Context: an optimization exercise on an open-source flow, tuned for small area, a short achievable clock period and few clock cycles per item. The choices shown serve that exercise and are no tape-out recipe. The RTL was checked by simulation tests, not by an equivalence proof against the original design.

==> flow/design.v (excerpt) <==
module aes_enc_core (
    input  wire         clk,
    input  wire         rst,         
    input  wire         in_valid,
    output wire         in_ready,
    input  wire         key_256,     
    input  wire [255:0] key,
    input  wire [127:0] block,
    output wire         out_valid,
    output wire [127:0] out_data
);
Size: roughly 1500 flip-flops, ~520 I/O pins, roughly 66000 um2 of cells after synthesis.
clock: 10.0 ns
lec_check: 0
cap_margin: 20
core_margin: 2
core_utilization: 45
cts_cluster_diameter: 80
cts_cluster_size: 25
slew_margin: 20
standard.sh (not shown) runs the stock make flow with config.mk's settings and CLKGATE_MAP_FILE= SYNTH_SCRIPT=/design/flow/synth_recipe.tcl, a recipe that flattens the netlist after the stock synthesis.
==> flow/flow/run.sh <==
#!/bin/bash
set -euo pipefail
W=$(pwd)
SETUP_MARGIN=${SETUP_MARGIN:-6.75}
bash standard.sh SYNTH_SCRIPT="$W/flow/synth.tcl" \
  BUFFER_PORTS_ARGS="-buffer_cell sky130_fd_sc_hd__buf_1" \
  SETUP_SLACK_MARGIN="$SETUP_MARGIN" finish > "$W/flow_make.log" 2>&1
==> flow/flow/synth.tcl <==
# The standard synthesis (synth_recipe.tcl), except that the technology
# mapping uses ABC's default liberty script (&nf mapper) in place of ORFS's
# abc_speed/abc_area scripts. Every other ABC argument ORFS passes is kept.
proc synth {args} { yosys synth -nofsm -noshare {*}$args }
proc abc {args} {
  set a {}
  set skip 0
  foreach x $args {
    if {$skip} { set skip 0; continue }
    if {$x eq "-script"} { set skip 1; continue }
    lappend a $x
  }
  yosys abc {*}$a
}
source $::env(SCRIPTS_DIR)/synth.tcl
# left out here: clear keep_hierarchy, flatten, clean up, hide names made inside functions, write 1_2_yosys.v
Testbench counts at the start, summed over its fixed seeds: cycles 78,409, items 6,400.
Change:
--- a/flow/flow/run.sh
+++ b/flow/flow/run.sh
@@ -3,3 +3,3 @@
 W=$(pwd)
-SETUP_MARGIN=${SETUP_MARGIN:-6.75}
+SETUP_MARGIN=${SETUP_MARGIN:-7.0}
 bash standard.sh SYNTH_SCRIPT="$W/flow/synth.tcl" \
- CORE_UTILIZATION: 45 -> 55
- CTS_CLUSTER_DIAMETER: 80 -> 60
- CTS_CLUSTER_SIZE: 25 -> 30
- PLACE_DENSITY_LB_ADDON: default -> 0.1
Maximum frequency came out lower slightly; final area climbs by a few percent; final cell count drops slightly.

========
cedar:
Starting RTL as in the previous note.
// aes_enc_core
module aes_enc_core (
    input  wire         clk,
    input  wire         rst,         
    input  wire         in_valid,
    output wire         in_ready,
    input  wire         key_256,     
    input  wire [255:0] key,
    input  wire [127:0] block,
    output wire         out_valid,
    output wire [127:0] out_data
);
clock: 10.0 ns
lec_check: 0
cap_margin: 20
core_margin: 2
core_utilization: 45
cts_cluster_diameter: 80
cts_cluster_size: 30
slew_margin: 20
==> flow/flow/run.sh <==
#!/bin/bash
set -euo pipefail
W=$(pwd)
SETUP_MARGIN=${SETUP_MARGIN:-6.75}
bash standard.sh SYNTH_SCRIPT="$W/flow/synth.tcl" \
  BUFFER_PORTS_ARGS="-buffer_cell sky130_fd_sc_hd__buf_1" \
  SETUP_SLACK_MARGIN="$SETUP_MARGIN" finish > "$W/flow_make.log" 2>&1
Scripts as last shown in full above: flow/flow/synth.tcl
Testbench counts of cedar, summed over its fixed seeds: cycles 78,409, items 6,400.
For nickel, these inputs were changed with respect to cedar:
Settings: CORE_UTILIZATION: 45 -> 40; CTS_CLUSTER_SIZE: 30 -> 25.
==> flow/flow/run.sh <==
#!/bin/bash
set -euo pipefail
W=$(pwd)
SETUP_MARGIN=${SETUP_MARGIN:-6.9}
export FLOW_ABC_SCRIPT="$W/flow/abc.script"
bash standard.sh SYNTH_SCRIPT="$W/flow/synth.tcl" \
  BUFFER_PORTS_ARGS="-buffer_cell sky130_fd_sc_hd__buf_1" \
  SETUP_SLACK_MARGIN="$SETUP_MARGIN" finish > "$W/flow_make.log" 2>&1
==> flow/flow/abc.script (new file) <==
strash
&get -n
&fraig -x
&put
scorr
dc2
dretime
strash
&get -n
&dch -f
&nf -D 10
&put
strash
&get -n
&dch -f
&nf -D 10
&put
==> flow/flow/synth.tcl <==
# The standard synthesis (synth_recipe.tcl), except that the technology
# mapping uses flow/abc.script (ABC's default liberty script with the &nf
# mapping run twice) in place of ORFS's abc_speed/abc_area scripts. Every
# other ABC argument ORFS passes is kept.
proc synth {args} { yosys synth -nofsm -noshare {*}$args }
proc abc {args} {
  set a {}
  set skip 0
  foreach x $args {
    if {$skip} { set skip 0; continue }
    if {$x eq "-script"} { set skip 1; continue }
    lappend a $x
  }
  yosys abc -script $::env(FLOW_ABC_SCRIPT) {*}$a
}
source $::env(SCRIPTS_DIR)/synth.tcl
# left out here: clear keep_hierarchy, flatten, clean up, hide names made inside functions, write 1_2_yosys.v
[summary]
- Compared with cedar, in nickel placed standard-cell area lower, routed wire length moved down, synthesized area per cell picked up an extra 1.4%.
- The faster design of the two is cedar; nickel tops out lower.
- Sequential portion of the cell area, nickel and cedar: higher on cedar
- Setup slack in nickel is smaller than in cedar.
- Per the comparison of nickel with cedar, reg-to-reg setup timing slack dropped 0.11 ns; first-pass GRT wire length shrank by about 3%; initial antenna violation count higher.
- nickel finished all stages; the layout is clean.
For zinc, these inputs were changed with respect to nickel:
Settings: CTS_CLUSTER_SIZE no longer set, was 25; CTS_BUF_LIST now sky130_fd_sc_hd__clkbuf_8, previously not set; CTS_CLUSTER_DIAMETER no longer set, was 80.
==> flow/flow/run.sh <==
#!/bin/bash
set -euo pipefail
W=$(pwd)
SETUP_MARGIN=${SETUP_MARGIN:-6.7}
bash standard.sh SYNTH_SCRIPT="$W/flow/synth.tcl" \
  BUFFER_PORTS_ARGS="-buffer_cell sky130_fd_sc_hd__buf_1" \
  SETUP_SLACK_MARGIN="$SETUP_MARGIN" finish > "$W/flow_make.log" 2>&1
==> flow/flow/synth.tcl <==
# The standard synthesis (synth_recipe.tcl), except that the technology
# mapping uses ABC's default liberty script (&nf mapper) in place of ORFS's
# abc_speed/abc_area scripts. Every other ABC argument ORFS passes is kept.
proc synth {args} { yosys synth -nofsm -noshare {*}$args }
proc abc {args} {
  set a {}
  set skip 0
  foreach x $args {
    if {$skip} { set skip 0; continue }
    if {$x eq "-script"} { set skip 1; continue }
    lappend a $x
  }
  yosys abc {*}$a
}
source $::env(SCRIPTS_DIR)/synth.tcl
# left out here: clear keep_hierarchy, flatten, clean up, hide names made inside functions, write 1_2_yosys.v
removed: flow/flow/abc.script
Results
- Taking nickel as the reference, in zinc amount of wire on met3 after detailed routing saw an increase; core occupancy in the finished layout went down; pin slew with the least headroom to its limit fell 0.028 ns; die height went up by 1.1%; post-layout minimum cycle time rose 0.18 ns.
- On share of cell area taken by multi-input logic gates: between nickel and zinc, it ends up lower for zinc.
- Routed wire length grows by a few percent when moving from nickel to zinc.
- [zinc vs nickel] depth of the worst register-to-register path: lower in zinc
- Of the two candidates, nickel has the better placed wire-length estimate after detailed placement and zinc the worse one.
- The flow completed for zinc, but it is not clean: the layout still shows antenna rules.
- nickel | stages: all done | timing, DRC, antenna: all pass
> inputs changed (zinc -> willow)
Settings: CTS_CLUSTER_DIAMETER now 100, previously not set; CTS_CLUSTER_SIZE now 30, previously not set; CTS_BUF_LIST no longer set, was sky130_fd_sc_hd__clkbuf_8.
==> flow/flow/run.sh <==
#!/bin/bash
set -euo pipefail
W=$(pwd)
SETUP_MARGIN=${SETUP_MARGIN:-6.9}
bash standard.sh SYNTH_SCRIPT="$W/flow/synth.tcl" \
  BUFFER_PORTS_ARGS="-buffer_cell sky130_fd_sc_hd__buf_1" \
  SETUP_SLACK_MARGIN="$SETUP_MARGIN" finish > "$W/flow_make.log" 2>&1
==> results.txt <==
- willow did not stop at any stage, and its layout met the timing, design-rule and antenna checks.
- Comparing willow and zinc, detailed route wirelength on metal2 is higher on willow.
- Wire length: willow vs zinc up 860 um
- Number of instances resized during post-cts repair: willow vs zinc up 47%

==> re-timing with driven ports <==
The results above use ideal ports. As a check the final layouts listed here were re-extracted and re-timed, cells and wires unchanged.
Step 1: set_driving_cell puts a clkbuf_16 on clk and a buf_2 on each other input, an assumption about the parent block.
Step 2 adds t to the input delays and takes it off the output delays; t is the mean of the earliest and latest rising clock arrival at the registers after step 1. Input paths then give back, and output paths get back, about the clock's delay inside the block.
Slacks: ideal ports / drivers / drivers and shift; pairs: ideal ports / drivers.
run	shift t [ns]	slack for setup (ns)	latest minus earliest clock arrival (ns)
the first run of note 1	0.794	6.762 / 6.683 / 6.502	0.058 / 0.058
the second run of note 1	0.810	6.734 / 6.659 / 6.660	0.072 / 0.072
cedar	0.793	6.743 / 6.662 / 6.497	0.062 / 0.062
nickel	0.818	6.639 / 6.558 / 6.541	0.043 / 0.043
zinc	1.031	6.460 / 6.381 / 6.441	0.083 / 0.082
willow	0.774	6.734 / 6.656 / 6.482	0.059 / 0.059
The setup slack of the first run of note 1, which loses most, moves by -0.079 ns with the drivers and by -0.260 ns with both steps.
